Source: an optimization exercise on an open RTL-to-GDS flow (aim: small area, a short achievable clock period and few clock cycles per item). Production flows keep margins and buffers that such runs may drop.
At most, simulation tests tie the RTL to the original design; equivalence was not proved.
For run 8, only the layout was checked, not whether the RTL still works.

[flow/design.v]
module lp_div (
    input  wire        clk,
    input  wire        rst,         
    input  wire        start,       
    input  wire        signed_op,   
    input  wire [31:0] dividend,    
    input  wire [31:0] divisor,     
    output wire        in_ready,
    output reg         done,
    output reg  [31:0] quotient,
    output reg  [31:0] remainder,
    output reg         dz,          
    output reg         ov           
);
    function [31:0] below_or(input [31:0] x);
        reg [31:0] p;
        integer l, i, j;
        begin
            p = {x[30:0], 1'b0};
            for (l = 0; l < 5; l = l + 1)
                for (i = 0; i < 32; i = i + 1)
                    if ((i >> l) & 1) begin
                        j = ((i >> l) << l) - 1;
                        p[i] = p[i] | p[j];
                    end
            below_or = p;
        end
    endfunction
    function [31:0] cneg(input [31:0] x, input s);
        cneg = x ^ ({32{s}} & below_or(x));
    endfunction
    function [32:0] add32c(input [31:0] x, input [31:0] y, input cin);
        reg [31:0] g, p, t;
        integer l, i, j;
        begin
            t = x ^ y;
            g = x & y;
            p = t;
            g[0] = g[0] | (p[0] & cin);
            for (l = 0; l < 5; l = l + 1)
                for (i = 0; i < 32; i = i + 1)
                    if ((i >> l) & 1) begin
                        j = ((i >> l) << l) - 1;
                        g[i] = g[i] | (p[i] & g[j]);
                        p[i] = p[i] & p[j];
                    end
            add32c[32] = g[31];
            add32c[0]  = t[0] ^ cin;
            for (i = 1; i < 32; i = i + 1)
                add32c[i] = t[i] ^ g[i-1];
        end
    endfunction
    function [33:0] add33c(input [32:0] x, input [32:0] y, input cin);
        reg [32:0] g, p, t;
        integer l, i, j;
        begin
            t = x ^ y;
            g = x & y;
            p = t;
            g[0] = g[0] | (p[0] & cin);
            for (l = 0; l < 6; l = l + 1)
                for (i = 0; i < 33; i = i + 1)
                    if ((i >> l) & 1) begin
                        j = ((i >> l) << l) - 1;
                        g[i] = g[i] | (p[i] & g[j]);
                        p[i] = p[i] & p[j];
                    end
            add33c[33] = g[32];
            add33c[0]  = t[0] ^ cin;
            for (i = 1; i < 33; i = i + 1)
                add33c[i] = t[i] ^ g[i-1];
        end
    endfunction
    function [34:0] add35(input [34:0] x, input [34:0] y, input cin);
        reg [34:0] g, p, t;
        integer l, i, j;
        begin
            t = x ^ y;
            g = x & y;
            p = t;
            g[0] = g[0] | (p[0] & cin);
            for (l = 0; l < 6; l = l + 1)
                for (i = 0; i < 35; i = i + 1)
                    if ((i >> l) & 1) begin
                        j = ((i >> l) << l) - 1;
                        g[i] = g[i] | (p[i] & g[j]);
                        p[i] = p[i] & p[j];
                    end
            add35[0] = t[0] ^ cin;
            for (i = 1; i < 35; i = i + 1)
                add35[i] = t[i] ^ g[i-1];
        end
    endfunction
    function [5:0] lzc32(input [31:0] x);
        reg [15:0] z1; reg [15:0] c1;
        reg [7:0]  z2; reg [15:0] c2;
        reg [3:0]  z3; reg [11:0] c3;
        reg [1:0]  z4; reg [7:0]  c4;
        integer i;
        begin
            for (i = 0; i < 16; i = i + 1) begin
                z1[i] = ~(x[2*i+1] | x[2*i]);
                c1[i] = ~x[2*i+1];
            end
            for (i = 0; i < 8; i = i + 1) begin
                z2[i] = z1[2*i+1] & z1[2*i];
                c2[2*i +: 2] = z1[2*i+1] ? {1'b1, c1[2*i]} : {1'b0, c1[2*i+1]};
            end
            for (i = 0; i < 4; i = i + 1) begin
                z3[i] = z2[2*i+1] & z2[2*i];
                c3[3*i +: 3] = z2[2*i+1] ? {1'b1, c2[4*i +: 2]} : {1'b0, c2[4*i+2 +: 2]};
            end
            for (i = 0; i < 2; i = i + 1) begin
                z4[i] = z3[2*i+1] & z3[2*i];
                c4[4*i +: 4] = z3[2*i+1] ? {1'b1, c3[6*i +: 3]} : {1'b0, c3[6*i+3 +: 3]};
            end
            lzc32 = (z4[1] & z4[0]) ? 6'd32
                  : (z4[1] ? {2'b01, c4[3:0]} : {2'b00, c4[7:4]});
        end
    endfunction
    function [5:0] lzmag(input [31:0] x, input neg);
        reg pw;
        integer i;
        begin
            pw = neg;
            for (i = 1; i < 32; i = i + 1)
                pw = pw & (x[i] | ~x[i-1]);
            lzmag = lzc32(x ^ {32{neg}}) - {5'd0, pw};
        end
    endfunction
    reg        a_vld;
    reg [31:0] a_dvd;       
    reg [31:0] a_dsx;       
    reg [5:0]  a_lza;       
    reg [5:0]  a_lzd;       
    reg        a_nq, a_nr;
    reg        a_pos;       
    reg        b_busy;      
    reg        b_short;     
    reg        b_first;     
    reg [3:0]  b_cnt;       
    reg [31:0] b_rem;       
    reg [31:0] b_d;         
    reg [31:0] b_q;         
    reg        b_nq, b_nr, b_dz, b_ov;
    reg        b_pos;       
    reg [31:0] o_rem;       
    reg        o_nq, o_nr, o_dz, o_ov;
    reg        o_done;
    wire fin_it  = b_busy & (b_cnt == 4'd0);
    wire b_ready = ~b_busy | fin_it;          
    wire load    = a_vld & b_ready;
    assign in_ready = ~a_vld | b_ready;
    wire take    = start & in_ready;
    wire dvd_neg = signed_op & dividend[31];
    wire dsr_neg = signed_op & divisor[31];
    wire [6:0]  shd  = {1'b0, a_lzd} - {1'b0, a_lza};
    wire [5:0]  sh   = shd[5:0];              
    wire        qz   = shd[6];                
    wire        a_dz = a_lzd[5];
    wire        short = qz | a_dz;
    wire [31:0] d_s1 = sh[1] ? {a_dsx[29:0], {2{a_pos}}}  : a_dsx;
    wire [31:0] d_s2 = sh[2] ? {d_s1[27:0],  {4{a_pos}}}  : d_s1;
    wire [31:0] d_s3 = sh[3] ? {d_s2[23:0],  {8{a_pos}}}  : d_s2;
    wire [31:0] d_al = sh[4] ? {d_s3[15:0], {16{a_pos}}}  : d_s3;
    wire        a_ov = a_nr & ~a_nq & (a_lza == 6'd0) & (a_lzd == 6'd31);
    wire [34:0] x3 = {3'b000, b_rem};
    wire [34:0] y3 = {3'b111, b_d};
    wire [34:0] z3 = {2'b11, b_d, b_pos};
    wire [32:0] r1 = add32c(b_rem, b_d, b_pos);
    wire [33:0] r2 = add33c({1'b0, b_rem}, {b_d, b_pos}, b_pos);
    wire [34:0] cs_s = x3 ^ y3 ^ z3;
    wire [34:0] cs_c = (x3 & y3) | (x3 & z3) | (y3 & z3);
    wire [34:0] r3 = add35(cs_s, {cs_c[33:0], b_pos}, b_pos);
    wire        f1 = r1[32];
    wire        f2 = r2[33];
    wire        f3 = ~r3[34];
    wire [31:0] rem_nx = f3 ? r3[31:0] : f2 ? r2[31:0] : f1 ? r1[31:0] : b_rem;
    wire [1:0]  dig    = {f2, f3 | (f1 & ~f2)};
    always @(posedge clk) begin
        if (rst) begin
            a_vld   <= 1'b0;
            b_busy  <= 1'b0;
            b_short <= 1'b0;
            o_done  <= 1'b0;
            done    <= 1'b0;
        end else begin
            if (take) begin
                a_vld <= 1'b1;
            end else if (load) begin
                a_vld <= 1'b0;
            end
            b_busy  <= load ? ~short : (b_busy & (b_cnt != 4'd0));
            b_short <= load & short;
            o_done  <= fin_it | b_short;
            done    <= o_done;
        end
        if (take) begin
            a_dvd <= cneg(dividend, dvd_neg);
            a_dsx <= divisor ^ {32{~dsr_neg}};
            a_lza <= lzmag(dividend, dvd_neg);
            a_lzd <= lzmag(divisor, dsr_neg);
            a_nq  <= dvd_neg ^ dsr_neg;
            a_nr  <= dvd_neg;
            a_pos <= ~dsr_neg;
        end
        if (load) begin
            b_nq  <= a_nq;
            b_nr  <= a_nr;
            b_dz  <= a_dz;
            b_ov  <= a_ov;
            b_pos <= a_pos;
        end
        b_rem   <= load ? a_dvd : rem_nx;
        b_d     <= load ? d_al  : {2'b11, b_d[31:2]};
        b_cnt   <= load ? sh[4:1] : b_cnt - 4'd1;
        b_first <= load;
        b_q     <= b_short ? {32{b_dz}}
                           : {b_q[29:0] & {30{~b_first}}, dig};
        o_rem   <= b_short ? b_rem : rem_nx;
        o_nq    <= b_nq;
        o_nr    <= b_nr;
        o_dz    <= b_dz;
        o_ov    <= b_ov;
    end
    always @(posedge clk) begin
        quotient  <= cneg(b_q, o_nq);
        remainder <= cneg(o_rem, o_nr);
        dz        <= o_dz;
        ov        <= o_ov;
    end
endmodule
[flow/flow/run.sh]
#!/bin/bash
# The standard layout flow, unchanged except that the port buffers
# are the library's smallest plain buffer instead of a delay buffer.
# Every input and output port still gets its own buffer.
set -euo pipefail
export BUFFER_PORTS_ARGS="-buffer_cell sky130_fd_sc_hd__buf_1"
bash standard.sh > standard.log 2>&1
[flow/standard.sh]
#!/bin/bash
# synth_recipe.tcl (not shown) runs the flow's synth.tcl, then flattens the netlist and writes it again
# the make line also repeats each setting of config.mk as NAME=value (left out here)
make -C /OpenROAD-flow-scripts/flow DESIGN_CONFIG=/design/flow/config.mk WORK_HOME=/design/flow/orfs CLKGATE_MAP_FILE= SYNTH_SCRIPT=/design/flow/synth_recipe.tcl "${@:-finish}"
[flow/config.mk]
export PLATFORM = sky130hd
export DESIGN_NAME = lp_div
export DESIGN_NICKNAME = lp_div
export VERILOG_FILES = /design/flow/design.v
export SDC_FILE = /design/flow/constraint.sdc
export NUM_CORES = 4
export LEC_CHECK = 0
export ABC_AREA = 1
export CAP_MARGIN = 20
export CORE_MARGIN = 2
export CORE_UTILIZATION = 55
export SETUP_SLACK_MARGIN = 2.0
export SLEW_MARGIN = 20
export TNS_END_PERCENT = 0
[flow/constraint.sdc]
create_clock -name core_clock -period 5.0 [get_ports {clk}]
set_input_delay 1.0000 -clock core_clock [delete_from_list [all_inputs] [get_ports {clk}]]
set_output_delay 1.0000 -clock core_clock [all_outputs]
set_load 0.01 [all_outputs]
==> results of run 1 <==
## synth_stat cells (all sizes together) (12+ instances only)
library cell,count
dfxtp,208
nor3,18
o22ai,12
nand4,22
xnor2,42
buf,43
o21ai,159
ha,103
nor2,121
edfxtp,84
xor2,126
mux2i,22
nand2,814
a21oi,118
nand3,217
fa,48
inv,333
clkbuf,37
or2,15
o211ai,43
## flip-flops by register name, indices dropped and copies added (netlist names), 6 cells and up
name / count
a_dsx: 32
a_dvd: 32
a_lza: 6
a_lzd: 6
b_d: 32
b_q: 32
b_rem: 32
o_rem: 32
quotient: 32
remainder: 32
## metrics by stage
stage	cells	util	hold WS, ns	cell area, um^2
final	3279	0.627	0.331	22300
after global routing	3279	0.627	0.343	22300
after CTS	3269	0.621	0.333	22100
after detailed placement	3199	0.584	0.319	20800
after global placement	3199	0.584	0.318	20800
after floorplan	2666	-	0.310	20000
## path summary, 6_finish.rpt
path	startpoint	end	slack [ns]	cells after the start
worst min-delay path	o_ov$_DFF_P_	ov$_DFF_P_	0.33	0
worst max-delay path	b_pos$_DFFE_PP_	o_rem[22]$_DFF_P_	1.94	20
worst max register to register	b_pos$_DFFE_PP_	o_rem[22]$_DFF_P_	1.94	20
worst min register to register	o_ov$_DFF_P_	ov$_DFF_P_	0.33	0
## area by class of cell
cell class / count / area (um^2) / share of cell area
well taps: 461 / 577 / 0.0259
multi-input cells: 1960 / 11700 / 0.527
inverters: 336 / 1290 / 0.0578
clock inverters: 15 / 161 / 0.00724
flip-flops and latches: 292 / 6730 / 0.302
clock buffers: 45 / 913 / 0.0410
repair inverters: 1 / 5.00 / 0.000225
repair buffers: 169 / 867 / 0.0389
## worst register-to-register path, delay by kind of cell, from the launching register on
family	cells	cell delay (ns)
fa+ha+maj	2	0.55
buf+inv	2	0.33
flops	1	0.44
simple gates	16	1.58
## layer usage
| metal | GRT usage | wire length, um | vias to the layer above |
|---|---|---|---|
| met1 | 0.390 | 24600 | 8221 |
| met5 | 0 | 13 | - |
| met2 | 0.467 | 25300 | 570 |
| li1 | - | - | 8928 |
| met3 | 0.0471 | 3880 | 85 |
| met4 | 0.0797 | 1340 | 2 |
## timing repair
item	4_1_cts	5_1_grt
setup endpoints to repair	86	106
pin swaps	5	4
resized for setup	57	33
cloned	0	5
buffers inserted	10	5
## kinds of logic after synthesis
kind of cell,after synthesis,synth area share
multiplexers,22,0.0111
AO/OA/AOI/OAI,395,0.115
adder cells (fa/ha/maj),151,0.113
buffers and inverters,416,0.0850
flip-flops,292,0.336
AND/OR/NAND/NOR,1222,0.260
XOR/XNOR,168,0.0803
==> reports/qor.txt, run 1 <==
Final Skew: 0.0329 ns
Mapped Area: 19900 um^2
Post-route minimum period: 3.06 ns
Final Routed Wirelength: 55100 um
Synthesized instance count: 2666
Setup WS pre-CTS: 0.871 ns
Share of the synthesized area in the top cell type: 0.209
Area leader, netlist: dfxtp_1
Max-slew headroom: 0.417
Final setup vio count: 0
Crit start category: flop
Ys flop type: dfxtp_1
Worst path cell trace: ha_1, or2_2, fa_2, nand3_1, nand3_2, nand3_2, nand2_4, nand2_2, nand2_4, nand2_1, nand2_1, nand2_4, clkinvlp_4, buf_4, nand3_1, nand2_1, nand2_1, nand2_1, nand2_1, nand2_1
Hold Path Class: flop to flop
Worst Tran Pin Value: 0.872 ns
Share of the yosys chip area belonging to registers: 0.336
Gr usage total: 0.285
Fillcell total: 3278
Mean routed wirelength per cell: 16.8 um
Syn_nets: 2885
# rows: 69
Htree depth: 2
Slowest cell on the critical path: edfxtp_1
DR pass1 iterations: 5
Most frequent cells in the layout: nand2_1 (791), inv_1 (321), nand3_1 (206)
Peak Freq: 0.327 GHz
Synth warnings: 1
TritonCTS clock tree: yes
Largest net degree at the start of global routing: 64
ANT cells: 0
Most common cell after layout, fill and taps aside: nand2_1
Clock transition at path regs: 0.06 ns
MaxCap Viol Count: 0
Async set-or-reset flop fraction in the synthesized netlist: 0
CTS Buffer Depth: 3
Area Overhead vs Synth: 11.9%
Outcome: timing/DRC/antenna clean
Initial Util: 0.560
Residual DRC count: 0
Final slew viol count: 0
Distinct cells, synth: 61
Io pins: 136
Vias/cell: 5.43
Post-synth EDFFs: 84
NumNets Final: 3013
Endpoints failing hold: 0
Initial antenna violation count: 1
GPL Wtd Cong: 0.936
Synth top area cells: dfxtp_1 (21%), nand2_1 (15%), edfxtp_1 (13%)
CP Class: flop to flop
Most frequent CP cell: nand2_1
RSZ-0062 raised after global routing: yes
Core area: 35600 um^2
Setup ws final: 1.94 ns
Num CTS Buffers: 34
Worst path max stage delay: 0.44 ns
Port-buffer cells: 135
Worst path bufs/invs: 2
Via count: 17800
CTS Sinks: 292
Fin crit share: 0.612
Setup_tns: 0 ns
Critical path peak fanout: 8
Post-CTS Hold Fix Bufs: 0
Routed Antenna Nets: 0
Worst-Skew Late Latency: 0.56 ns
Detailed Place HPWL: 41100 um
Post-Syn Area per Cell: 7.47 um^2
WP data arrival: 3.46 ns
Worst path required time: 5.40 ns
Clock Root Buffer: clkbuf_16
Share of cells above drive strength 1: 0.0813
Vias in the first global route: 16600
First DRT Iteration DRCs: 1317
Die W: 194 um
First-pass GRT wire length: 86200 um
CP top delay family: simple AND/OR/NAND/NOR gates
#FFs+latches synth: 292
GRT overflow: 0
CP endpoint kind: flop
Chip height: 194 um
Die Area: 37700 um^2
Testbench counts, summed over its fixed seeds: cycles 11,027, divs 3,200.
==> inputs of run 2 (changes only) <==
==> flow/flow/run.sh (replaced) <==
#!/bin/bash
# The standard layout flow, unchanged except that the port buffers
# are the library's smallest plain buffer instead of a delay buffer.
# Every input and output port still gets its own buffer.
set -euo pipefail
export BUFFER_PORTS_ARGS="-buffer_cell sky130_fd_sc_hd__buf_2"
bash standard.sh > standard.log 2>&1
--- a/flow/config.mk
+++ b/flow/config.mk
@@ -11,4 +11,4 @@
 export CORE_UTILIZATION = 55
 export SETUP_SLACK_MARGIN = 2.0
 export SLEW_MARGIN = 20
-export TNS_END_PERCENT = 0
+export TNS_END_PERCENT = 20
==> run 2 against run 1 <==
Compared with the run above: via count increased by 1.7%; synthesized area did not move; first-iteration DRC count increased by 6.2%; largest cell class unchanged.
==> reports/qor.txt, run 2 <==
GPL Wtd Cong: 0.919
Final slew viol count: 0
Peak Freq: 0.333 GHz
RSZ-0062 raised after global routing: yes
Setup_tns: 0 ns
DR pass1 iterations: 5
Endpoints failing hold: 0
Gr usage total: 0.290
NumNets Final: 3041
Area occupied by multi-input gates: 12000 um^2
Final Util: 0.656
Final setup vio count: 0
Initial antenna violation count: 0
Worst-Skew Late Latency: 0.55 ns
First DRT Iteration DRCs: 1398
Core area: 35600 um^2
Crit start category: flop
Io pins: 136
ANT cells: 0
Port-buffer cells: 135
Share of cells above drive strength 1: 0.167
Share of the yosys chip area belonging to registers: 0.336
Reg-to-reg setup timing slack: 2.00 ns
Async set-or-reset flop fraction in the synthesized netlist: 0
Most common library cells after synthesis: nand2_1 (803), inv_1 (327), nand3_1 (210)
GRT overflow: 0
Via count: 18100
Post-route cell area: 23300 um^2
Setup WS pre-CTS: 1.24 ns
Post-route minimum period: 3.00 ns
Fin crit share: 0.600
Largest net degree at the start of global routing: 64
# rows: 69
Final Skew: 0.0182 ns
Routed Antenna Nets: 0
Detailed Place HPWL: 42200 um
Residual DRC count: 0
Post-synth EDFFs: 84
First-pass GRT wire length: 87700 um
Final Routed Wirelength: 57100 um
Synthesized instance count: 2666
Fillcell total: 3093
Most common cell after layout, fill and taps aside: nand2_1
Mean routed wirelength per cell: 17.2 um
Mapped Area: 19900 um^2
Hold Path Class: flop to flop
Clock Root Buffer: clkbuf_16
Critical path peak fanout: 9
Vias in the first global route: 17000
WP data arrival: 3.48 ns
Vias/cell: 5.47
Num CTS Buffers: 34
Worst r2r src: b_pos$_DFFE_PP_
Die W: 194 um
Placed cell area: 21000 um^2
TritonCTS clock tree: yes
#FFs+latches synth: 292
CTS Sinks: 292
Max-slew headroom: 0.426
Die Area: 37700 um^2
Most numerous cell in the Yosys netlist: nand2_1
Chip height: 194 um
Hold_sp: o_dz$_DFF_P_
Area Overhead vs Synth: 17.2%
Total area of sequential cells: 6800 um^2
CP startpoint: b_pos$_DFFE_PP_
Htree depth: 2
Distinct cells, synth: 61
Worst Tran Pin Value: 0.860 ns
Most frequent cells in the layout: nand2_1 (771), inv_1 (316), nand3_1 (196)
Clock transition at path regs: 0.06 ns
CP endpoint kind: flop
Post-Syn Area per Cell: 7.47 um^2
Ys flop type: dfxtp_1
CTS Buffer Depth: 3
Setup ws final: 2.00 ns
Worst path required time: 5.48 ns
CP Class: flop to flop
Syn_nets: 2885
Synth top area cells: dfxtp_1 (21%), nand2_1 (15%), edfxtp_1 (13%)
Synth warnings: 1
MaxCap Viol Count: 0
Area leader, netlist: dfxtp_1
Outcome: timing/DRC/antenna clean
Initial Util: 0.560
Share of the synthesized area in the top cell type: 0.209
[run 2: cell counts after synthesis]
Identical to the previous run, type by type.
[run 2: logic make-up (layout without fill, tap and decap cells)]
logic type | count (synthesis) | in the layout | synth area share
mux | 22 | 22 | 0.0111
xor+xnor | 168 | 168 | 0.0803
simple gates | 1222 | 1222 | 0.260
fa+ha+maj | 151 | 151 | 0.113
flops | 292 | 292 | 0.336
buf+inv | 416 | 598 | 0.0850
compound gates | 395 | 395 | 0.115
[run 2: through the flow]
step | instances | hold WS, ns
6_report | 3309 | 0.331
2_1_floorplan | 2666 | 0.310
4_1_cts | 3275 | 0.329
5_1_grt | 3309 | 0.342
3_3_place_gp | 3203 | 0.313
3_5_place_dp | 3203 | 0.318
[run 2: timing repair]
item,in CTS,in global routing
cloned,0,10
hold buffers,0,0
endpoints found under the setup margin,78,104
resized for setup,75,139
pin swaps,6,32
buffers inserted,10,24
[run 2: worst paths after layout]
path         cells after the start                end
max                             19  b_rem[10]$_DFF_P_
min                              0         dz$_DFF_P_
max reg2reg                     19  b_rem[10]$_DFF_P_
min reg2reg                      0         dz$_DFF_P_
[run 2: per-layer routing]
metal  track usage  vias to the layer above  part of all wire  wire length, um
li1              -                     8995                 -                -
met1         0.388                     8363              0.43            24600
met2         0.488                      661              0.47            26800
met3        0.0367                       97             0.073             4150
met4        0.0901                        0             0.028             1590
met5             0                        -                 0                0
[run 2: area by class of cell]
type,instances,share of cell area
clock inverters,17,0.0106
flip-flops and latches,292,0.291
multi-input cells,1958,0.515
repair buffers,198,0.0618
repair inverters,2,0.000911
inverters,336,0.0557
clock buffers,45,0.0405
well taps,461,0.0247
[run 2: critical path, stage by stage, from the launching register on]
cell       delay (ns)
edfxtp_1         0.45
ha_2             0.21
or2_4            0.25
fa_2             0.38
nand3_2          0.10
nand3_4          0.09
nand3_4          0.08
nand2_4          0.07
nand2_2          0.07
nand2_2          0.06
buf_12           0.14
nand2_4          0.06
nand2_4          0.06
nand2_8          0.17
buf_12           0.14
clkbuf_16        0.15
o211ai_1         0.10
nand3_1          0.12
nand3_1          0.11
nand2_1          0.11
==> inputs of run 3 (changes only) <==
--- a/flow/config.mk
+++ b/flow/config.mk
@@ -9,6 +9,6 @@
 export CAP_MARGIN = 20
 export CORE_MARGIN = 2
 export CORE_UTILIZATION = 55
-export SETUP_SLACK_MARGIN = 2.0
+export SETUP_SLACK_MARGIN = 1.7
 export SLEW_MARGIN = 20
-export TNS_END_PERCENT = 20
+export TNS_END_PERCENT = 0
==> run 3 against run 2 <==
Compared with the run above: still clean on timing, DRC and antenna; final area is 4.1% lower; non-clock buffer count decreased by 37; global-route usage decreased by 0.082 points; via count is 2.2% lower; worst setup slack got worse by 0.21 ns; first-iteration DRC count down 19%; fmax down 6.5%; count of clock-buffer cells in the layout fell by 5; critical endpoint is now b_rem[30]$_DFF_P_; highest routed layer unchanged.
==> reports/qor.txt, run 3 <==
Synthesized instance count: 2666
Final Skew: 0.0150 ns
Hold_sp: o_ov$_DFF_P_
Die Area: 37700 um^2
Final Util: 0.630
Die W: 194 um
Endpoints failing hold: 0
NumNets Final: 3003
Final slew viol count: 0
Post-Syn Area per Cell: 7.47 um^2
Initial antenna violation count: 0
Syn_nets: 2885
Chip height: 194 um
Total area of sequential cells: 6710 um^2
DP Cell Count: 3200
Ys flop type: dfxtp_1
Post-synthesis simple-gate area fraction: 0.260
Residual DRC count: 0
CTS Sinks: 292
Met3 routed WL: 4330 um
# rows: 69
Hold Path Class: flop to flop
Detailed Place HPWL: 42300 um
Via count: 17700
Async set-or-reset flop fraction in the synthesized netlist: 0
Layout Cells excl Fill: 3270
Wl on met1: 23600 um
Adder-Cell Fraction of Synth Area: 0.113
First-pass GRT wire length: 87300 um
Clock Root Buffer: clkbuf_16
Share of cells above drive strength 1: 0.115
Mapped Area: 19900 um^2
Fillcell total: 3228
CP Class: flop to flop
Mux cell area share after synthesis: 0.0111
Final Routed Wirelength: 55100 um
Setup ws final: 1.79 ns
Outcome: timing/DRC/antenna clean
Final setup vio count: 0
Distinct cells, synth: 61
Io pins: 136
Most numerous cell in the Yosys netlist: nand2_1
Peak Freq: 0.312 GHz
GRT overflow: 0
Top layer in use: met4
First DRT Iteration DRCs: 1135
Xor/xnor share of the synthesized area: 0.0803
Core area: 35600 um^2
Share of the synthesized area in the top cell type: 0.209
Vias in the first global route: 16900
Most common library cells after synthesis: nand2_1 (803), inv_1 (327), nand3_1 (210)
Post-synthesis compound-gate area fraction: 0.115
RSZ-0062 raised after global routing: yes
Share of the yosys chip area belonging to registers: 0.336
Worst path required time: 5.42 ns
Largest net degree at the start of global routing: 64
Worst Tran Pin Value: 0.888 ns
Wire length on met2: 25000 um
Routed Antenna Nets: 0
CTS Buffer Depth: 3
Post-CTS Hold Fix Bufs: 0
Max-slew headroom: 0.407
Synth top area cells: dfxtp_1 (21%), nand2_1 (15%), edfxtp_1 (13%)
Area occupied by multi-input gates: 11600 um^2
Crit start category: flop
Gr usage total: 0.289
Fin crit share: 0.642
Area leader, netlist: dfxtp_1
Most frequent cells in the layout: nand2_1 (796), inv_1 (325), nand3_1 (207)
Setup_tns: 0 ns
TritonCTS clock tree: yes
Most common cell after layout, fill and taps aside: nand2_1
Num CTS Buffers: 34
Htree depth: 2
Critical path peak fanout: 9
Initial Util: 0.560
Worst-Skew Late Latency: 0.55 ns
GPL Wtd Cong: 0.913
Vias/cell: 5.42
Area Overhead vs Synth: 12.5%
Clock transition at path regs: 0.06 ns
CP endpoint kind: flop
Worst r2r src: b_d[16]$_DFF_P_
CP startpoint: b_d[16]$_DFF_P_
Port-buffer cells: 135
Largest family of logic cells by synthesized area: simple AND/OR/NAND/NOR gates
MaxCap Viol Count: 0
Mean routed wirelength per cell: 16.8 um
WP data arrival: 3.63 ns
#FFs+latches synth: 292
Post-route minimum period: 3.21 ns
ANT cells: 0
Post-synth EDFFs: 84
Synth warnings: 1
DR pass1 iterations: 6
Setup WS pre-CTS: 1.09 ns
## run 3: changes by cell type in the layout (fill, tap and decap cells not counted), moves of 17 or more
cell     change
dfxtp_1     +39
nand2_1     +25
buf_4       -22
dfxtp_2     -22
nand2_2     -21
dfxtp_4     -17
## run 3: final timing paths
kind / to / slack, ns / cells after the start
worst min-delay path: ov$_DFF_P_ / 0.33 / 0
worst max register to register: b_rem[30]$_DFF_P_ / 1.79 / 18
worst min register to register: ov$_DFF_P_ / 0.33 / 0
worst max-delay path: b_rem[30]$_DFF_P_ / 1.79 / 18
## run 3: what timing repair did
| action | in CTS | in global routing |
|---|---|---|
| pin swaps | 0 | 4 |
| resized for setup | 15 | 46 |
| setup buffers | 3 | 5 |
| setup endpoints to repair | 65 | 73 |
| gates cloned | 1 | 0 |
## run 3: per-stage QoR
stage	instance area, um^2	hold WS (ns)
floorplan	19900	0.310
global placement	20900	0.319
detailed placement	20900	0.315
CTS	22200	0.335
global route	22400	0.351
finish	22400	0.334
## run 3: critical path, cell delays in order, from the launching register on
cell and delay [ns]:
dfxtp_1 0.49, ha_1 0.36, nand2_1 0.14, nand2_1 0.09
nand3_1 0.18, nand2_1 0.15, nand2_1 0.11, nand2_2 0.15
a21oi_1 0.29, nand2_1 0.15, nand2_4 0.15, clkinvlp_4 0.18
buf_12 0.18, nand3_1 0.13, nand2_1 0.07, nand2_1 0.05
nand2_1 0.07, nand2_1 0.08, nand2_1 0.06
## run 3: cells by family (layout without fill, tap and decap cells)
family	count (synthesis)	count (layout)
muxes	22	22
AOI/OAI and AO/OA	395	395
and+or+nand+nor	1222	1222
buffers and inverters	416	559
adders and majority gates	151	151
DFF	292	292
xor gates and xnor gates	168	168
## run 3: area by class of cell
cell class / instances / share of cell area
Multi-Input combinational cell: 1958 / 0.520
Sequential cell: 292 / 0.299
Inverter: 336 / 0.0573
Timing Repair Buffer: 161 / 0.0417
Clock buffer: 40 / 0.0408
Tap cell: 461 / 0.0258
Clock inverter: 21 / 0.0150
Timing Repair inverter: 1 / 0.000335
## run 3: metal layers
metal | vias up | track usage
li1 | 8911 | -
met1 | 8135 | 0.381
met2 | 567 | 0.462
met3 | 104 | 0.0543
met4 | 0 | 0.129
met5 | - | 0
==> inputs of run 4 (changes only) <==
--- a/flow/config.mk
+++ b/flow/config.mk
@@ -9,6 +9,6 @@
 export CAP_MARGIN = 20
 export CORE_MARGIN = 2
 export CORE_UTILIZATION = 55
-export SETUP_SLACK_MARGIN = 1.7
+export SETUP_SLACK_MARGIN = 2.6
 export SLEW_MARGIN = 20
 export TNS_END_PERCENT = 0
==> run 4 against run 3 <==
Compared with the run above: critical path type unchanged; critical path depth fell by 5; first-iteration DRC count rose by 11%; flip-flop and latch count unchanged; worst setup slack better by 0.27 ns; final cell count grew 0.52%; largest cell class unchanged; still clean on timing, DRC and antenna; core utilization is 0.98 points higher; synthesized area stayed put; via count rose by 2.0%.
==> reports/qor.txt, run 4 <==
Share of the synthesized area in the top cell type: 0.209
NumNets Final: 3020
Mean routed wirelength per cell: 17.2 um
Share of the yosys chip area belonging to registers: 0.336
Most common library cells after synthesis: nand2_1 (803), inv_1 (327), nand3_1 (210)
Port-buffer cells: 135
#FFs+latches synth: 292
Most frequent CP cell: inv_1
CP Class: flop to flop
Detailed Place HPWL: 42700 um
Post-route minimum period: 2.94 ns
Critical path peak fanout: 33
Num CTS Buffers: 34
Initial Util: 0.560
Endpoints failing hold: 0
Reg-to-reg setup timing slack: 2.06 ns
Die W: 194 um
Synthesized instance count: 2666
Async set-or-reset flop fraction in the synthesized netlist: 0
CP endpoint kind: flop
Initial antenna violation count: 2
Worst Tran Pin Value: 0.947 ns
# rows: 69
Final Routed Wirelength: 56600 um
Routed Antenna Nets: 0
Synth top area cells: dfxtp_1 (21%), nand2_1 (15%), edfxtp_1 (13%)
MaxCap Viol Count: 0
Fin crit share: 0.587
Most common cell after layout, fill and taps aside: nand2_1
Ys flop type: dfxtp_1
Setup_tns: 0 ns
TritonCTS clock tree: yes
Htree depth: 2
Slowest cell on the critical path: fa_1
Synth warnings: 1
Area leader, netlist: dfxtp_1
Most frequent cells in the layout: nand2_1 (789), inv_1 (317), nand3_1 (204)
Syn_nets: 2885
Peak Freq: 0.341 GHz
GPL Wtd Cong: 0.934
Residual DRC count: 0
Share of cells above drive strength 1: 0.147
Clock Root Buffer: clkbuf_16
Gr usage total: 0.296
Worst path bufs/invs: 5
Final slew viol count: 0
Post-synth EDFFs: 84
Most numerous cell in the Yosys netlist: nand2_1
RSZ-0062 raised after global routing: yes
Worst path max stage delay: 0.55 ns
Worst path required time: 5.44 ns
Final setup vio count: 0
Via count: 18100
Chip height: 194 um
First DRT Iteration DRCs: 1256
DR pass1 iterations: 5
DP Cell Count: 3201
Mapped Area: 19900 um^2
Largest net degree at the start of global routing: 64
Hold Path Class: flop to flop
Outcome: timing/DRC/antenna clean
Crit start category: flop
Vias in the first global route: 17100
Core area: 35600 um^2
WP data arrival: 3.38 ns
First-pass GRT wire length: 89600 um
Io pins: 136
Worst-Skew Late Latency: 0.55 ns
Worst path cell trace: inv_1, nand2_1, fa_1, buf_8, inv_1, or2_2, o21ai_0, inv_1, o21ai_1, o21ai_0, inv_1, o21ai_0, a21o_1
Post-Syn Area per Cell: 7.47 um^2
Final Skew: 0.0166 ns
CP top delay family: compound AO/OA/AOI/OAI gates
Layout Cells excl Fill: 3287
Area Overhead vs Synth: 14.2%
ANT cells: 0
Clock transition at path regs: 0.06 ns
Max-slew headroom: 0.368
Vias/cell: 5.50
Distinct cells, synth: 61
GRT overflow: 0
Die Area: 37700 um^2
CTS Buffer Depth: 3
CTS Sinks: 292
## run 4: cell count changes in the layout (fill, tap and decap cells not counted), moves of 6 or more
| cell | change |
|---|---|
| inv_2 | +7 |
| dfxtp_1 | -32 |
| dfxtp_4 | +13 |
| nand2_2 | +8 |
| bufinv_16 | -6 |
| buf_4 | +13 |
| inv_1 | -8 |
| ha_1 | -8 |
| nand2_1 | -7 |
| dfxtp_2 | +19 |
## run 4: kinds of logic (layout without fill, tap and decap cells)
| kind of cell | after synthesis | count (layout) | synth area share |
|---|---|---|---|
| and+or+nand+nor | 1222 | 1224 | 0.260 |
| buffers and inverters | 416 | 574 | 0.0850 |
| AOI/OAI and AO/OA | 395 | 395 | 0.115 |
| DFF | 292 | 292 | 0.336 |
| xor gates and xnor gates | 168 | 168 | 0.0803 |
| adders and majority gates | 151 | 151 | 0.113 |
| muxes | 22 | 22 | 0.0111 |
## run 4: layout make-up
type / count / area, um^2
fillers: 3203 / 12800
clock buffers: 48 / 1020
clock inverters: 13 / 155
repair inverters: 2 / 10.0
well taps: 461 / 577
multi-input cells: 1960 / 11800
inverters: 336 / 1290
flip-flops and latches: 292 / 6780
repair buffers: 175 / 1090
## run 4: metal layers
layer  track usage  wire [um]  up-vias
li1              -          -     8946
met1         0.389      24500     8410
met2         0.497      26200      587
met3        0.0421       3790      129
met4         0.104       2040        4
met5             0         23        -
## run 4: final timing paths
| kind | startpoint | to | cells after the start |
|---|---|---|---|
| hold reg to reg | o_ov$_DFF_P_ | ov$_DFF_P_ | 0 |
| hold / removal | o_ov$_DFF_P_ | ov$_DFF_P_ | 0 |
| setup reg to reg | a_lzd[0]$_DFFE_PP_ | b_d[23]$_DFF_P_ | 13 |
| setup / recovery | a_lzd[0]$_DFFE_PP_ | b_d[23]$_DFF_P_ | 13 |
## run 4: metrics by stage
| stage | cell area (um^2) | setup WS [ns] | hold slack (ns) | util |
|---|---|---|---|---|
| global placement | 21000 | 1.25 | 0.314 | 0.590 |
| finish | 22700 | 2.06 | 0.328 | 0.639 |
| global route | 22700 | 1.90 | 0.342 | 0.639 |
| CTS | 22500 | 2.06 | 0.334 | 0.632 |
| floorplan | 20000 | 1.92 | 0.310 | - |
| detailed placement | 21000 | 1.22 | 0.319 | 0.590 |
## run 4: timing repair
| item | CTS | global route |
|---|---|---|
| pin swaps | 14 | 14 |
| cloned | 2 | 3 |
| resized for setup | 93 | 54 |
| hold buffers | 0 | 0 |
| setup buffers | 11 | 9 |
| setup endpoints to repair | 145 | 175 |
## run 4: worst register-to-register path, cell delays in order (launching register included)
cell and delay, ns:
edfxtp_1 0.39, inv_1 0.07, nand2_1 0.07, fa_1 0.55, buf_8 0.27, inv_1 0.23
or2_2 0.31, o21ai_0 0.13, inv_1 0.07, o21ai_1 0.27, o21ai_0 0.14, inv_1 0.09
o21ai_0 0.09, a21o_1 0.17
==> inputs of run 5 (changes only) <==
--- a/flow/config.mk
+++ b/flow/config.mk
@@ -9,6 +9,6 @@
 export CAP_MARGIN = 20
 export CORE_MARGIN = 2
 export CORE_UTILIZATION = 55
-export SETUP_SLACK_MARGIN = 2.6
+export SETUP_SLACK_MARGIN = 3.0
 export SLEW_MARGIN = 20
 export TNS_END_PERCENT = 0
==> run 5 against run 4 <==
Compared with the run above: still clean; critical path depth did not move; flip-flop and latch count did not move; clock skew did not move; sequential share of layout area did not move; critical path type unchanged.
==> reports/qor.txt, run 5 <==
GPL Wtd Cong: 0.934
Post-route minimum period: 2.94 ns
#FFs+latches synth: 292
Initial Util: 0.560
Post-Syn Area per Cell: 7.47 um^2
Worst Hold Path Cells: 0
Clock transition at path regs: 0.06 ns
Reg-to-reg setup timing slack: 2.06 ns
Syn_nets: 2885
Max-slew headroom: 0.368
Fin crit share: 0.587
Worst path max stage delay: 0.55 ns
Hold_sp: o_ov$_DFF_P_
Die W: 194 um
Worst r2r src: a_lzd[0]$_DFFE_PP_
Detailed Place HPWL: 42700 um
First DRT Iteration DRCs: 1256
Routed Antenna Nets: 0
Ys flop type: dfxtp_1
Endpoints failing hold: 0
GRT overflow: 0
Final slew viol count: 0
Most common library cells after synthesis: nand2_1 (803), inv_1 (327), nand3_1 (210)
Mapped Area: 19900 um^2
Most common cell after layout, fill and taps aside: nand2_1
CP Class: flop to flop
Via count: 18100
Largest net degree at the start of global routing: 64
CTS Buffer Depth: 3
Worst Tran Pin Value: 0.947 ns
Final Skew: 0.0166 ns
CP endpoint kind: flop
Htree depth: 2
Outcome: timing/DRC/antenna clean
TritonCTS clock tree: yes
Synthesized instance count: 2666
Port-buffer cells: 135
Worst path required time: 5.44 ns
Worst Hold End: ov$_DFF_P_
Layout Cells excl Fill: 3287
Most frequent CP cell: inv_1
MaxCap Viol Count: 0
NumNets Final: 3020
Chip height: 194 um
Setup_tns: 0 ns
Io pins: 136
Slowest cell on the critical path: fa_1
Capturing point of the worst reg2reg path: b_d[23]$_DFF_P_
First-pass GRT wire length: 89600 um
Num CTS Buffers: 34
DP Cell Count: 3201
Post-synth EDFFs: 84
Final Routed Wirelength: 56600 um
Critical path peak fanout: 33
Residual DRC count: 0
Setup WS pre-CTS: 1.22 ns
Peak Freq: 0.341 GHz
Worst-Skew Late Latency: 0.55 ns
Vias/cell: 5.50
Worst path cell trace: inv_1, nand2_1, fa_1, buf_8, inv_1, or2_2, o21ai_0, inv_1, o21ai_1, o21ai_0, inv_1, o21ai_0, a21o_1
RSZ-0062 raised after global routing: yes
Die Area: 37700 um^2
WP data arrival: 3.38 ns
Share of the synthesized area in the top cell type: 0.209
Worst Reg2Reg Path Length in Cells: 13
Async set-or-reset flop fraction in the synthesized netlist: 0
Core area: 35600 um^2
Vias in the first global route: 17100
Mean routed wirelength per cell: 17.2 um
CTS Sinks: 292
Share of cells above drive strength 1: 0.147
Most numerous cell in the Yosys netlist: nand2_1
Final setup vio count: 0
Area Overhead vs Synth: 14.2%
DR pass1 iterations: 5
Gr usage total: 0.296
Fillcell total: 3203
# rows: 69
Synth warnings: 1
Crit start category: flop
Distinct cells, synth: 61
Initial antenna violation count: 2
Setup ws final: 2.06 ns
ANT cells: 0
Most frequent cells in the layout: nand2_1 (789), inv_1 (317), nand3_1 (204)
Clock Root Buffer: clkbuf_16
Share of the yosys chip area belonging to registers: 0.336
Area leader, netlist: dfxtp_1
Hold Path Class: flop to flop
Synth top area cells: dfxtp_1 (21%), nand2_1 (15%), edfxtp_1 (13%)
-- run 5: worst max path at each step --
stage / to / startpoint
6_report: b_d[23]$_DFF_P_ / a_lzd[0]$_DFFE_PP_
5_1_grt: b_rem[17]$_DFF_P_ / b_pos$_DFFE_PP_
4_1_cts: b_rem[16]$_DFF_P_ / b_pos$_DFFE_PP_
3_5_place_dp: a_lza[4]$_DFFE_PP_ / signed_op
3_3_place_gp: a_lza[4]$_DFFE_PP_ / signed_op
2_1_floorplan: a_lzd[4]$_DFFE_PP_ / signed_op
-- run 5: timing repair --
| action | 4_1_cts | 5_1_grt |
|---|---|---|
| setup buffers | 11 | 9 |
| endpoints found under the setup margin | 262 | 287 |
| pin swaps | 14 | 14 |
| cloned | 2 | 3 |
| hold buffers | 0 | 0 |
| resized for setup | 93 | 54 |
-- run 5: layer usage --
metal / global-route usage / routed length (um)
met5: 0 / 23
met2: 0.497 / 26200
met1: 0.389 / 24500
met4: 0.104 / 2040
met3: 0.0421 / 3790
-- run 5: kinds of logic (layout without fill, tap and decap cells) --
family	after synthesis	count (layout)	share of synthesized area
multiplexers	22	22	0.0111
AO/OA/AOI/OAI	395	395	0.115
adder cells (fa/ha/maj)	151	151	0.113
AND/OR/NAND/NOR	1222	1224	0.260
flip-flops	292	292	0.336
XOR/XNOR	168	168	0.0803
buffers and inverters	416	574	0.0850
-- run 5: worst max-delay path: cells and delay by family (launching register included) --
family | cells | cell delay (ns)
adder cells (fa/ha/maj) | 1 | 0.55
AND/OR/NAND/NOR | 2 | 0.38
flip-flops | 1 | 0.39
AO/OA/AOI/OAI | 5 | 0.80
buffers and inverters | 5 | 0.70
-- run 5: final cells by class --
class | count | area [um^2] | area share
clock inverters | 13 | 155 | 0.00682
repair buffers | 175 | 1090 | 0.0479
inverters | 336 | 1290 | 0.0565
well taps | 461 | 577 | 0.0254
repair inverters | 2 | 10.0 | 0.000440
flip-flops and latches | 292 | 6780 | 0.298
clock buffers | 48 | 1020 | 0.0447
multi-input cells | 1960 | 11800 | 0.520
-- run 5: metrics by stage --
step	hold slack, ns	cell area [um^2]	utilization
2_1_floorplan	0.310	20000	-
3_3_place_gp	0.314	21000	0.590
3_5_place_dp	0.319	21000	0.590
4_1_cts	0.334	22500	0.632
5_1_grt	0.342	22700	0.639
6_report	0.328	22700	0.639
==> inputs of run 6 (changes only) <==
--- a/flow/config.mk
+++ b/flow/config.mk
@@ -9,6 +9,6 @@
 export CAP_MARGIN = 20
 export CORE_MARGIN = 2
 export CORE_UTILIZATION = 55
-export SETUP_SLACK_MARGIN = 3.0
+export SETUP_SLACK_MARGIN = 2.0
 export SLEW_MARGIN = 20
 export TNS_END_PERCENT = 0
==> run 6 against run 5 <==
Compared with the run above: count of clock-buffer cells in the layout unchanged; final cell count down 0.15%; largest cell class unchanged; still clean on timing, DRC and antenna; flip-flop and latch count unchanged; final area shrank 0.53%; synthesized cell count unchanged; register-to-register slack got worse by 0.09 ns; non-clock buffer count is 4 lower; via count down 0.48%.
==> reports/qor.txt, run 6 <==
Residual DRC count: 0
Area leader, netlist: dfxtp_1
Endpoints failing hold: 0
CTS Sinks: 292
CP endpoint kind: flop
Syn_nets: 2885
Synthesized instance count: 2666
Synth top area cells: dfxtp_1 (21%), nand2_1 (15%), edfxtp_1 (13%)
Setup ws final: 1.97 ns
Die W: 194 um
CP Class: flop to flop
First DRT Iteration DRCs: 1299
Hold_sp: o_ov$_DFF_P_
Outcome: timing/DRC/antenna clean
Mux cell area share after synthesis: 0.0111
#FFs+latches synth: 292
CTS Buffer Depth: 3
Via count: 18000
Setup WS pre-CTS: 1.22 ns
Fin crit share: 0.605
Critical path peak fanout: 6
Share of the synthesized area in the top cell type: 0.209
Capturing point of the worst reg2reg path: b_rem[16]$_DFF_P_
Detailed Place HPWL: 42700 um
Worst Tran Pin Value: 0.934 ns
Largest net degree at the start of global routing: 64
Mapped Area: 19900 um^2
Port-buffer cells: 135
Post-route minimum period: 3.03 ns
Most common cell after layout, fill and taps aside: nand2_1
Mean routed wirelength per cell: 17.2 um
Most numerous cell in the Yosys netlist: nand2_1
Crit start category: flop
NumNets Final: 3015
Post-synthesis compound-gate area fraction: 0.115
Worst Reg2Reg Path Length in Cells: 17
Async set-or-reset flop fraction in the synthesized netlist: 0
Distinct cells, synth: 61
Post-Syn Area per Cell: 7.47 um^2
Setup_tns: 0 ns
Share of cells above drive strength 1: 0.136
Synth warnings: 1
Ys flop type: dfxtp_1
Xor/xnor share of the synthesized area: 0.0803
MaxCap Viol Count: 0
Worst r2r src: b_pos$_DFFE_PP_
ANT cells: 0
Area Overhead vs Synth: 13.6%
GRT overflow: 0
Hold Path Class: flop to flop
Share of the yosys chip area belonging to registers: 0.336
Worst Hold End: ov$_DFF_P_
Htree depth: 2
DR pass1 iterations: 6
WP data arrival: 3.51 ns
Final Routed Wirelength: 56400 um
Vias in the first global route: 17000
TritonCTS clock tree: yes
GPL Wtd Cong: 0.934
First-pass GRT wire length: 88700 um
Largest family of logic cells by synthesized area: simple AND/OR/NAND/NOR gates
Gr usage total: 0.292
Io pins: 136
Initial antenna violation count: 1
Die Area: 37700 um^2
Peak Freq: 0.330 GHz
Clock transition at path regs: 0.06 ns
Initial Util: 0.560
Max-slew headroom: 0.376
Clock Root Buffer: clkbuf_16
Reg-to-reg setup timing slack: 1.97 ns
Final Skew: 0.0175 ns
Core area: 35600 um^2
Post-synth EDFFs: 84
Worst path required time: 5.48 ns
Worst-Skew Late Latency: 0.55 ns
Routed Antenna Nets: 0
Chip height: 194 um
Fin Hold WS: 0.328 ns
Most frequent cells in the layout: nand2_1 (792), inv_1 (321), nand3_1 (204)
Worst Hold Path Cells: 0
Post-CTS Hold Fix Bufs: 0
Post-synthesis simple-gate area fraction: 0.260
Final slew viol count: 0
Final setup vio count: 0
Adder-Cell Fraction of Synth Area: 0.113
RSZ-0062 raised after global routing: yes
# rows: 69
Most common library cells after synthesis: nand2_1 (803), inv_1 (327), nand3_1 (210)
Num CTS Buffers: 34
Vias/cell: 5.48
-- run 6: cell counts after synthesis --
No cell type changed its count.
-- run 6: repair_timing --
item,CTS,global route
endpoints found under the hold margin,0,0
buffers inserted,5,11
gates resized for setup,47,65
pin swaps,3,21
cloned,0,4
setup endpoints to repair,76,103
-- run 6: routing by layer --
layer	vias up	global-route usage	routed length (um)
li1	8927	-	-
met1	8362	0.389	24400
met2	585	0.490	26500
met3	113	0.0386	3820
met4	2	0.101	1710
met5	-	0	13
-- run 6: worst max path at each step --
stage                  startpoint                  to  slack [ns]  depth (start not counted)
3_5_place_dp            signed_op  a_lza[4]$_DFFE_PP_        1.22                         17
5_1_grt        a_lzd[0]$_DFFE_PP_     b_d[26]$_DFF_P_        1.81                         11
6_report          b_pos$_DFFE_PP_   b_rem[16]$_DFF_P_        1.97                         17
3_3_place_gp            signed_op  a_lza[4]$_DFFE_PP_        1.25                         17
2_1_floorplan           signed_op  a_lzd[4]$_DFFE_PP_        1.92                         17
4_1_cts           b_pos$_DFFE_PP_   b_rem[16]$_DFF_P_        1.92                         17
-- run 6: worst max-delay path, stage by stage (launching register included) --
cell      delay [ns]
edfxtp_1        0.46
ha_2            0.22
or2_4           0.25
fa_2            0.41
nand3_2         0.10
nand3_4         0.09
nand3_2         0.10
nand2_4         0.10
nand2_4         0.10
nand2_4         0.08
buf_12          0.15
clkinv_4        0.03
fa_1            0.40
nand2_1         0.08
nand2_1         0.07
o21ai_2         0.16
nand2_1         0.07
nand2_1         0.09
-- run 6: final cells by class --
cell class,count,area [um^2]
Clock buffer,48,1020
Clock inverter,13,155
Fill cell,3197,12900
Inverter,336,1290
Multi-Input combinational cell,1960,11800
Sequential cell,292,6750
Tap cell,461,577
Timing Repair Buffer,171,1040
Timing Repair inverter,1,5.00
-- run 6: kinds of logic (layout without fill, tap and decap cells) --
logic type                 after synthesis  after routing
AOI/OAI and AO/OA                      395            395
adders and majority gates              151            151
and+or+nand+nor                       1222           1224
xor gates and xnor gates               168            168
muxes                                   22             22
buffers and inverters                  416            569
DFF                                    292            292
-- run 6: per-stage QoR --
step           area, um^2  cells  utilization
5_1_grt             22600   3282        0.636
3_3_place_gp        21000   3201        0.590
2_1_floorplan       20000   2666            -
4_1_cts             22300   3267        0.627
3_5_place_dp        21000   3201        0.590
6_report            22600   3282        0.636
==> inputs of run 7 (changes only) <==
--- a/flow/config.mk
+++ b/flow/config.mk
@@ -9,6 +9,6 @@
 export CAP_MARGIN = 20
 export CORE_MARGIN = 2
 export CORE_UTILIZATION = 55
-export SETUP_SLACK_MARGIN = 2.0
+export SETUP_SLACK_MARGIN = 2.3
 export SLEW_MARGIN = 20
 export TNS_END_PERCENT = 0
==> run 7 against run 6 <==
Compared with the run above: still clean on timing, DRC and antenna; core utilization is 0.34 points higher; first-iteration DRC count is 3.3% lower; die area stayed put; non-clock buffer count is 4 higher; routed wire length is 0.33% higher; worst setup slack better by 0.090 ns; synthesized cell count stayed put; worst hold slack hardly changed.
==> reports/qor.txt, run 7 <==
Outcome: timing/DRC/antenna clean
Die Area: 37700 um^2
Setup_tns: 0 ns
Crit start category: flop
Worst r2r src: a_lzd[0]$_DFFE_PP_
Peak Freq: 0.341 GHz
RSZ-0062 raised after global routing: yes
Post-synth EDFFs: 84
Final Util: 0.639
Reg-to-reg setup timing slack: 2.06 ns
WP data arrival: 3.38 ns
Max-slew headroom: 0.368
Initial Util: 0.560
Share of cells above drive strength 1: 0.147
Worst path max stage delay: 0.55 ns
Area leader, netlist: dfxtp_1
Most common library cells after synthesis: nand2_1 (803), inv_1 (327), nand3_1 (210)
Worst path bufs/invs: 5
ANT cells: 0
Final setup vio count: 0
CP Class: flop to flop
Via count: 18100
Synthesized instance count: 2666
NumNets Final: 3020
# rows: 69
Die W: 194 um
CP top delay family: compound AO/OA/AOI/OAI gates
Area Overhead vs Synth: 14.2%
Worst Tran Pin Value: 0.947 ns
Fin Hold WS: 0.328 ns
Final slew viol count: 0
Final Routed Wirelength: 56600 um
GRT overflow: 0
#FFs+latches synth: 292
Htree depth: 2
Syn_nets: 2885
Post-route minimum period: 2.94 ns
Most numerous cell in the Yosys netlist: nand2_1
Core area: 35600 um^2
Chip height: 194 um
Clock transition at path regs: 0.06 ns
Vias in the first global route: 17100
Worst Hold End: ov$_DFF_P_
Most frequent CP cell: inv_1
Distinct cells, synth: 61
Share of the yosys chip area belonging to registers: 0.336
DR pass1 iterations: 5
CTS Buffer Depth: 3
Routed Antenna Nets: 0
CP endpoint kind: flop
Worst Reg2Reg Path Length in Cells: 13
First-pass GRT wire length: 89600 um
Detailed Place HPWL: 42700 um
Residual DRC count: 0
Async set-or-reset flop fraction in the synthesized netlist: 0
Worst Hold Path Cells: 0
Hold_sp: o_ov$_DFF_P_
TritonCTS clock tree: yes
Slowest cell on the critical path: fa_1
Final Skew: 0.0166 ns
Post-route cell area: 22700 um^2
Vias/cell: 5.50
Port-buffer cells: 135
Largest net degree at the start of global routing: 64
Clock Root Buffer: clkbuf_16
Mapped Area: 19900 um^2
Hold Path Class: flop to flop
MaxCap Viol Count: 0
Setup WS pre-CTS: 1.22 ns
Gr usage total: 0.296
Synth top area cells: dfxtp_1 (21%), nand2_1 (15%), edfxtp_1 (13%)
Post-Syn Area per Cell: 7.47 um^2
Mean routed wirelength per cell: 17.2 um
Worst-Skew Late Latency: 0.55 ns
Most common cell after layout, fill and taps aside: nand2_1
Endpoints failing hold: 0
Critical path peak fanout: 33
First DRT Iteration DRCs: 1256
Ys flop type: dfxtp_1
Synth warnings: 1
Worst path cell trace: inv_1, nand2_1, fa_1, buf_8, inv_1, or2_2, o21ai_0, inv_1, o21ai_1, o21ai_0, inv_1, o21ai_0, a21o_1
Io pins: 136
Setup ws final: 2.06 ns
Capturing point of the worst reg2reg path: b_d[23]$_DFF_P_
GPL Wtd Cong: 0.934
Worst path required time: 5.44 ns
Fin crit share: 0.587
Num CTS Buffers: 34
Share of the synthesized area in the top cell type: 0.209
Most frequent cells in the layout: nand2_1 (789), inv_1 (317), nand3_1 (204)
Post-CTS Hold Fix Bufs: 0
Placed cell area: 21000 um^2
CTS Sinks: 292
Initial antenna violation count: 2
CP startpoint: a_lzd[0]$_DFFE_PP_
==> run 7: cell count changes in the layout (fill, tap and decap cells not counted), moves of 3 or more <==
cell     previous run  this run
buf_4              25        29
dfxtp_1           172       160
dfxtp_2            29        35
dfxtp_4             7        13
inv_1             321       317
inv_2               7        12
nand2_1           792       789
nand2_2            13        16
==> run 7: worst reg2reg max path, stage by stage, from the launching register on <==
cell,delay (ns)
edfxtp_1,0.39
inv_1,0.07
nand2_1,0.07
fa_1,0.55
buf_8,0.27
inv_1,0.23
or2_2,0.31
o21ai_0,0.13
inv_1,0.07
o21ai_1,0.27
o21ai_0,0.14
inv_1,0.09
o21ai_0,0.09
a21o_1,0.17
==> run 7: how the worst max path moves through the flow <==
stage | end | slack, ns | cells past startpoint
2_1_floorplan | a_lzd[4]$_DFFE_PP_ | 1.92 | 17
3_3_place_gp | a_lza[4]$_DFFE_PP_ | 1.25 | 17
3_5_place_dp | a_lza[4]$_DFFE_PP_ | 1.22 | 17
4_1_cts | b_rem[16]$_DFF_P_ | 2.06 | 17
5_1_grt | b_rem[17]$_DFF_P_ | 1.90 | 20
6_report | b_d[23]$_DFF_P_ | 2.06 | 13
==> run 7: area by class of cell <==
class,count,area (um^2)
clock buffers,48,1020
clock inverters,13,155
multi-input cells,1960,11800
well taps,461,577
repair buffers,175,1090
inverters,336,1290
repair inverters,2,10.0
fillers,3203,12800
flip-flops and latches,292,6780
==> run 7: per-stage QoR <==
stage | cells
finish | 3287
global route | 3287
CTS | 3275
detailed placement | 3201
global placement | 3201
floorplan | 2666
==> run 7: logic make-up (layout without fill, tap and decap cells) <==
kind of cell,count (synthesis),after routing,synth area share
adders and majority gates,151,151,0.113
DFF,292,292,0.336
and+or+nand+nor,1222,1224,0.260
muxes,22,22,0.0111
AOI/OAI and AO/OA,395,395,0.115
xor gates and xnor gates,168,168,0.0803
buffers and inverters,416,574,0.0850
==> run 7: repair_timing <==
| item | in CTS | in global routing |
|---|---|---|
| pin swaps | 14 | 14 |
| gates resized for setup | 93 | 54 |
| endpoints found under the setup margin | 110 | 137 |
| gates cloned | 2 | 3 |
| buffers inserted | 11 | 9 |
| hold endpoints to repair | 0 | 0 |
==> run 7: metal layers <==
layer,wire length (um),vias up,global-route usage
met5,23,-,0
met4,2040,4,0.104
met3,3790,129,0.0421
met1,24500,8410,0.389
li1,-,8946,-
met2,26200,587,0.497
==> inputs of run 8 (changes only) <==
--- a/flow/design.v
+++ b/flow/design.v
@@ -147,11 +147,12 @@
     reg [31:0] o_rem;       
     reg        o_nq, o_nr, o_dz, o_ov;
     reg        o_done;
+    reg  r_ready;                             
     wire fin_it  = b_busy & (b_cnt == 4'd0);
     wire b_ready = ~b_busy | fin_it;          
     wire load    = a_vld & b_ready;
-    assign in_ready = ~a_vld | b_ready;
-    wire take    = start & in_ready;
+    assign in_ready = r_ready;
+    wire take    = start & r_ready;
     wire dvd_neg = signed_op & dividend[31];
     wire dsr_neg = signed_op & divisor[31];
     wire [6:0]  shd  = {1'b0, a_lzd} - {1'b0, a_lza};
@@ -180,6 +181,7 @@
     always @(posedge clk) begin
         if (rst) begin
             a_vld   <= 1'b0;
+            r_ready <= 1'b1;
             b_busy  <= 1'b0;
             b_short <= 1'b0;
             o_done  <= 1'b0;
@@ -191,6 +193,9 @@
                 a_vld <= 1'b0;
             end
             b_busy  <= load ? ~short : (b_busy & (b_cnt != 4'd0));
+            r_ready <= ~(take | (a_vld & ~load))
+                     | (load ? (short | (sh[4:1] == 4'd0))
+                             : (~b_busy | (b_cnt == 4'd0) | (b_cnt == 4'd1)));
             b_short <= load & short;
             o_done  <= fin_it | b_short;
             done    <= o_done;
@@ -209,15 +214,15 @@
             b_nr  <= a_nr;
             b_dz  <= a_dz;
             b_ov  <= a_ov;
-            b_pos <= a_pos;
+            b_pos <= a_pos & ~short;             
         end
         b_rem   <= load ? a_dvd : rem_nx;
-        b_d     <= load ? d_al  : {2'b11, b_d[31:2]};
+        b_d     <= load ? (d_al & {32{~short}}) : {2'b11, b_d[31:2]};
         b_cnt   <= load ? sh[4:1] : b_cnt - 4'd1;
         b_first <= load;
         b_q     <= b_short ? {32{b_dz}}
                            : {b_q[29:0] & {30{~b_first}}, dig};
-        o_rem   <= b_short ? b_rem : rem_nx;
+        o_rem   <= rem_nx;                   
         o_nq    <= b_nq;
         o_nr    <= b_nr;
         o_dz    <= b_dz;
--- a/flow/config.mk
+++ b/flow/config.mk
@@ -9,6 +9,6 @@
 export CAP_MARGIN = 20
 export CORE_MARGIN = 2
 export CORE_UTILIZATION = 55
-export SETUP_SLACK_MARGIN = 2.3
+export SETUP_SLACK_MARGIN = 2.0
 export SLEW_MARGIN = 20
 export TNS_END_PERCENT = 0
==> run 8 against run 7 <==
Compared with the run above: still clean on timing, DRC and antenna; critical path depth grew 5; via count grew 1.6%; synthesized cell count grew 1.8%; highest routed layer is now met4.
==> reports/qor.txt, run 8 <==
Outcome: timing/DRC/antenna clean
Setup ws final: 1.94 ns
Area Overhead vs Synth: 15.6%
RSZ-0062 raised after global routing: yes
Num CTS Buffers: 35
Post-synth EDFFs: 84
Worst Tran Pin Value: 0.822 ns
Die Area: 37700 um^2
First DRT Iteration DRCs: 1192
Hold Path Class: flop to flop
Crit start category: flop
Area leader, netlist: dfxtp_1
Port-buffer cells: 135
TritonCTS clock tree: yes
Most frequent CP cell: nand2_2
Layout Cells excl Fill: 3346
Clock transition at path regs: 0.06 ns
Clock Root Buffer: clkbuf_16
MaxCap Viol Count: 0
Most numerous cell in the Yosys netlist: nand2_1
Worst path cell trace: ha_2, or2_2, fa_2, nand3_2, nand2_2, nand2_2, nand2_4, nand2_2, nand2_2, nand2_1, nand2_4, nand2_8, buf_6, nand4_1, o21ai_0, nand2_1, nand3_1, nand2_1
Post-route minimum period: 3.06 ns
CTS Sinks: 293
Async set-or-reset flop fraction in the synthesized netlist: 0
CTS Buffer Depth: 3
Share of cells above drive strength 1: 0.148
Vias in the first global route: 16800
Synthesized instance count: 2713
DR pass1 iterations: 6
Final Routed Wirelength: 58100 um
Worst path max stage delay: 0.47 ns
ANT cells: 0
Share of the synthesized area in the top cell type: 0.210
Largest net degree at the start of global routing: 68
Most frequent cells in the layout: nand2_1 (752), inv_1 (357), o21ai_0 (190)
Synth warnings: 1
Most common library cells after synthesis: nand2_1 (774), inv_1 (366), dfxtp_1 (209)
Htree depth: 2
Vias/cell: 5.49
CP endpoint kind: flop
Synth top area cells: dfxtp_1 (21%), nand2_1 (15%), edfxtp_1 (13%)
Syn_nets: 2934
Die W: 194 um
Distinct cells, synth: 55
Via count: 18400
Max-slew headroom: 0.451
Routed Antenna Nets: 0
Mapped Area: 19900 um^2
Worst-Skew Late Latency: 0.57 ns
Fin crit share: 0.613
GPL Wtd Cong: 0.947
Initial Util: 0.559
Gr usage total: 0.287
Slowest cell on the critical path: edfxtp_1
GRT overflow: 0
Peak Freq: 0.326 GHz
Most common cell after layout, fill and taps aside: nand2_1
DP Cell Count: 3254
Endpoints failing hold: 0
Final slew viol count: 0
Setup WS pre-CTS: 1.18 ns
Chip height: 194 um
Final Skew: 0.0289 ns
Io pins: 136
Initial antenna violation count: 0
Ys flop type: dfxtp_1
Final setup vio count: 0
Core area: 35600 um^2
First-pass GRT wire length: 87000 um
NumNets Final: 3083
Residual DRC count: 0
Post-Syn Area per Cell: 7.33 um^2
CP Class: flop to flop
Critical path peak fanout: 13
Worst path required time: 5.44 ns
#FFs+latches synth: 293
Post-CTS Hold Fix Bufs: 0
Share of the yosys chip area belonging to registers: 0.337
Fillcell total: 3161
Detailed Place HPWL: 42600 um
Setup_tns: 0 ns
Mean routed wirelength per cell: 17.4 um
# rows: 69
WP data arrival: 3.50 ns
==> run 8: cell count changes after synthesis, moves of 13 or more <==
| cell | change |
|---|---|
| nand2_1 | -29 |
| nor2_1 | +23 |
| nand3b_1 | +14 |
| inv_1 | +39 |
| o211ai_1 | -13 |
| o21ai_0 | +47 |
| nand3_1 | -15 |
| mux2i_1 | -21 |
==> run 8: path summary, 6_finish.rpt <==
kind,startpoint,endpoint,slack (ns),cells past startpoint
max,b_pos$_DFFE_PP_,b_rem[0]$_DFF_P_,1.94,18
min,o_ov$_DFF_P_,ov$_DFF_P_,0.33,0
max reg2reg,b_pos$_DFFE_PP_,b_rem[0]$_DFF_P_,1.94,18
min reg2reg,o_ov$_DFF_P_,ov$_DFF_P_,0.33,0
==> run 8: stage by stage <==
stage	area, um^2	hold slack [ns]	util
floorplan	19900	0.310	-
global placement	21000	0.313	0.590
detailed placement	21000	0.318	0.590
CTS	22200	0.328	0.624
global route	23000	0.336	0.646
finish	23000	0.329	0.646
==> run 8: cell families after synthesis <==
kind of cell,after synthesis,share of synthesized area
fa+ha+maj,153,0.114
flops,293,0.337
simple gates,1236,0.269
mux,1,0.000503
buf+inv,451,0.0892
compound gates,423,0.118
xor+xnor,156,0.0725
==> run 8: worst max-delay path, delay by kind of cell, from the launching register on <==
kind,cells,cell delay (ns)
adders and majority gates,2,0.63
and+or+nand+nor,14,1.47
DFF,1,0.47
AOI/OAI and AO/OA,1,0.17
buffers and inverters,1,0.17
==> run 8: what timing repair did <==
item / 4_1_cts / 5_1_grt
endpoints found under the setup margin: 105 / 106
setup buffers: 4 / 18
gates cloned: 0 / 10
pin swaps: 1 / 20
gates resized for setup: 38 / 139
==> run 8: layer usage <==
layer  up-vias  track usage  part of all wire
li1       9075            -                 -
met1      8576        0.366              0.42
met2       601        0.494              0.48
met3       114       0.0390             0.063
met4         0        0.107             0.036
met5         -            0                 0
==> run 8: cell type report <==
type                            count  area [um^2]  area share
Multi-Input combinational cell   1972        11900       0.516
Sequential cell                   293         6790       0.296
Inverter                          375         1430      0.0623
Timing Repair Buffer              183         1230      0.0536
Clock buffer                       48          985      0.0428
Tap cell                          461          577      0.0251
Clock inverter                     12          101     0.00441
Timing Repair inverter              2         12.5    0.000544

## port drivers added, routing unchanged
The flow's constraints put no driver on any port. The routed layouts listed below were extracted and timed again, unchanged, in two steps. Step 1, drivers: a clkbuf_16 drives clk and a buf_2 each remaining input, both assumed. Step 2 adds t to the input delays and takes it off the output delays; t is the mean of the earliest and latest rising clock arrival at the registers after step 1. Input paths then give back, and output paths get back, about the clock's delay inside the block. a / b / c = ideal / step 1 / step 2; a / b = the first two.
run | t, ns | setup WS [ns] | pins driven straight from the clock port
run 1 | 0.601 | 1.938 / 1.938 / 1.399 | 1
run 2 | 0.601 | 1.999 / 1.999 / 1.461 | 1
run 3 | 0.595 | 1.791 / 1.791 / 1.341 | 1
run 4 | 0.593 | 2.063 / 2.063 / 1.544 | 1
run 5 | 0.593 | 2.063 / 2.063 / 1.544 | 1
run 6 | 0.593 | 1.974 / 1.974 / 1.499 | 1
run 7 | 0.593 | 2.063 / 2.063 / 1.544 | 1
run 8 | 0.604 | 1.937 / 1.937 / 1.510 | 1
After both steps every run listed still meets setup and hold. The setup slack of run 1, which loses most, moves by 0.000 ns with the drivers and by -0.539 ns with both steps.
